From an optimization exercise on the open Yosys and OpenROAD flow, aimed at small area, a short achievable clock period and few clock cycles per item; shortcuts taken in it are not production practice. RTL that was checked went through simulation tests only; none was proved equivalent to the original. Power figures rest on the tool's default switching activity, not on a simulated workload.

## facet_tile
module facet_tile (
    input  wire        clk,
    input  wire        rst,
    input  wire        start,
    input  wire [1:0]  cls,           
    input  wire [31:0] crc_in,        
    output wire        idle,
    input  wire        in_valid,
    input  wire [7:0]  in_data,
    output wire        in_ready,
    output reg         out_valid,
    output reg  [63:0] out_data,
    input  wire        out_ready,
    output reg         done,
    output wire [3:0]  done_cause,    
    output wire [7:0]  done_offset,   
    output wire [31:0] done_arg,      
    output wire [31:0] done_crc       
);
Settings: LEC_CHECK=0, ABC_CLOCK_PERIOD_IN_PS=3000, CAP_MARGIN=20, CORE_MARGIN=2, CORE_UTILIZATION=40, PLACE_DENSITY=0.6, SLEW_MARGIN=20; clock period 10.0 ns.
run.sh (not shown) runs the stock make flow with config.mk's settings and CLKGATE_MAP_FILE= SYNTH_SCRIPT=/design/flow/synth_recipe.tcl, a recipe that flattens the netlist after the stock synthesis.
Testbench counts at the start, summed over its fixed seeds: cycles 528,443, tiles 1,920.
Edit:
--- a/flow/config.mk
+++ b/flow/config.mk
@@ -6,8 +6,7 @@
 export NUM_CORES = 4
 export LEC_CHECK = 0
-export ABC_CLOCK_PERIOD_IN_PS = 3000
 export CAP_MARGIN = 20
 export CORE_MARGIN = 2
-export CORE_UTILIZATION = 40
-export PLACE_DENSITY = 0.6
+export CORE_UTILIZATION = 50
+export PLACE_DENSITY = 0.65
 export SLEW_MARGIN = 20
Effect: Count of clock-buffer cells in the layout is higher by 6; global-route usage is higher by 6.5 points; worst setup slack loses 0.046 ns; synthesized area stays the same.
Edit:
--- a/flow/config.mk
+++ b/flow/config.mk
@@ -8,5 +8,5 @@
 export CAP_MARGIN = 20
 export CORE_MARGIN = 2
-export CORE_UTILIZATION = 50
-export PLACE_DENSITY = 0.65
-export SLEW_MARGIN = 20
+export CORE_UTILIZATION = 40
+export PLACE_DENSITY = 0.6
+export SLEW_MARGIN = 55
The changed run went through all stages and came out clean; design area climbs by about 2.7%; synthesized cell count does not change; combinational power drops by about 0.9%; clock power grows by about 20%; wire length goes down by 1.7%.
Edit:
--- a/flow/config.mk
+++ b/flow/config.mk
@@ -6,7 +6,8 @@
 export NUM_CORES = 4
 export LEC_CHECK = 0
+export ABC_AREA = 1
 export CAP_MARGIN = 20
 export CORE_MARGIN = 2
 export CORE_UTILIZATION = 40
 export PLACE_DENSITY = 0.6
-export SLEW_MARGIN = 55
+export SLEW_MARGIN = 20
Final cell count came out higher by 92%. Register-to-register slack improves by 0.04 ns. Core utilization fell by 2.7 points. Cell area increases by 24%.

========
facet_tile, a different RTL version from the one above (not shown whole).
Size: about 1,700 cells after synthesis, roughly 250 flip-flops, ~190 I/O pins, about 17,000 sq um of cells after synthesis.
Settings: LEC_CHECK=0, CAP_MARGIN=20, CORE_MARGIN=2, CORE_UTILIZATION=40, PLACE_DENSITY=0.6, SLEW_MARGIN=20; clock period 10.0 ns.
The starting point completed with no timing, DRC or antenna violations.
Then changed:
--- a/flow/config.mk
+++ b/flow/config.mk
@@ -8,5 +8,5 @@
 export CAP_MARGIN = 20
 export CORE_MARGIN = 2
-export CORE_UTILIZATION = 40
-export PLACE_DENSITY = 0.6
+export CORE_UTILIZATION = 30
+export PLACE_DENSITY = 0.5
 export SLEW_MARGIN = 20
Total power falls by 0.63%.
Die area increases by 33%.
Wire length came out higher by 2.7%.
Setup slack improved by 0.084 ns.
Design area is higher by 0.82%.
Function was not checked in any run of this note: the RTL went through the layout flow alone.

========
== the baseline ==
facet_tile, a different RTL version from the one above (not shown whole).
For scale: roughly 1800 cells after synthesis, ~270 flip-flops, ~190 I/O pins, about 18000 um2 of cells after synthesis.
## facet_tile
module facet_tile (
    input  wire        clk,
    input  wire        rst,
    input  wire        start,
    input  wire [1:0]  cls,           
    input  wire [31:0] crc_in,        
    output wire        idle,
    input  wire        in_valid,
    input  wire [7:0]  in_data,
    output wire        in_ready,
    output reg         out_valid,
    output reg  [63:0] out_data,
    input  wire        out_ready,
    output reg         done,
    output wire [3:0]  done_cause,    
    output wire [7:0]  done_offset,   
    output wire [31:0] done_arg,      
    output wire [31:0] done_crc       
);
clock: 10.0 ns
lec_check: 0
cap_margin: 20
core_margin: 2
core_utilization: 60
place_density: 0.8
slew_margin: 20
The baseline: PASS, flow complete, no timing, DRC or antenna violations
> inputs changed (the baseline -> the candidate)
--- a/flow/config.mk
+++ b/flow/config.mk
@@ -8,5 +8,5 @@
 export CAP_MARGIN = 20
 export CORE_MARGIN = 2
-export CORE_UTILIZATION = 60
-export PLACE_DENSITY = 0.8
+export CORE_UTILIZATION = 30
+export PLACE_DENSITY = 0.5
 export SLEW_MARGIN = 20
==> comparison <==
Diff the baseline -> the candidate: maximum clock rate essentially unchanged; count of flip-flops with a built-in enable after synthesis essentially unchanged; number of rows in the core area increased 43%; post-placement cell area increased about 2.3%.
Summary of the candidate over the baseline: clock-buffer cell count decreased 2.2%; shortest period the worst path allows was more or less identical; number of synthesized register bits roughly the same.
Where headroom to the max-slew limit is concerned, the baseline is outperformed by the candidate.
No functional check of the RTL was part of any run of this note.

========
== the reference run ==
Another version of the RTL of facet_tile (not shown whole).
Size: roughly 230 flip-flops, about 190 I/O pins.
make LEC_CHECK=0 CAP_MARGIN=20 CORE_MARGIN=2 CORE_UTILIZATION=40 PLACE_DENSITY=0.6 SETUP_SLACK_MARGIN=5 SLEW_MARGIN=20 finish   # period 10.0 ns
Testbench counts of the reference run, summed over its fixed seeds: cycles 526,523, tiles 1,920.
Edits applied to the flow inputs when going from the reference run to the trial run:
Settings: clearing SETUP_SLACK_MARGIN, which used to be 5.
The trial run: all stages complete, timing, DRC and antenna checks passed
For sequential share of layout area, the reference run and the trial run come out practically identical.
Comparing the reference run against the trial run, there is no change at all in number of routed nets with antenna violations.
Compared the reference run against the trial run; non-filler instance count after layout within noise.
Diff the reference run..the trial run | fraction of final layout cells with drive strength greater than 1 | unchanged
Setup slack delta (the reference run -> the trial run): insignificant
Diff the reference run..the trial run | number of cells on the worst hold path | unchanged
As far as netlist area before placement goes, the trial run and the reference run are indistinguishable; the numbers are identical.
Re fraction of standard cell area in multi-input logic: no difference whatsoever between the trial run and the reference run.

==> re-timing with driven ports <==
No port has a modelled driver above. Below, the same layouts with a new extraction and two added sets of constraints. Step 1: set_driving_cell puts a clkbuf_16 on clk and a buf_2 on each other input, an assumption about the parent block. Step 2 times the ports against the registers' clock, not the clock port: input delays grow and output delays shrink by t, the midpoint of the rising clock arrivals with the driver on. a / b / c = ideal ports / drivers / drivers and shift; a / b = the first two.
| run | shift t [ns] | slack for setup (ns) | worst setup path at the end | worst slew at a driven data input, ns | pins driven straight from the clock port |
|---|---|---|---|---|---|
| the first run of note 1 | 0.617 | 5.940 / 5.888 / 5.757 | input to register | 0.06 | 1 |
| the second run of note 1 | 0.626 | 5.893 / 5.843 / 5.777 | input to register | 0.07 | 1 |
| the third run of note 1 | 0.638 | 5.922 / 5.869 / 5.973 | input to register | 0.07 | 1 |
| the fourth run of note 1 | 0.670 | 5.982 / 5.921 / 5.812 | input to register | 0.06 | 1 |
| the first run of note 2 | 0.647 | 5.877 / 5.877 / 5.447 | input to register | 0.05 | 1 |
| the second run of note 2 | 0.633 | 5.961 / 5.968 / 5.344 | input to register | 0.07 | 1 |
| the baseline | 0.611 | 6.216 / 6.173 / 5.636 | input to register | 0.09 | 1 |
| the candidate | 0.593 | 6.217 / 6.214 / 5.622 | input to register | 0.06 | 1 |
| the reference run | 0.627 | 5.305 / 5.335 / 4.708 | input to register | 0.06 | 1 |
| the trial run | 0.627 | 5.305 / 5.335 / 4.708 | input to register | 0.06 | 1 |
After both steps every run listed still meets setup and hold. The setup slack of the second run of note 2, which loses most, moves by +0.007 ns with the drivers and by -0.617 ns with both steps.
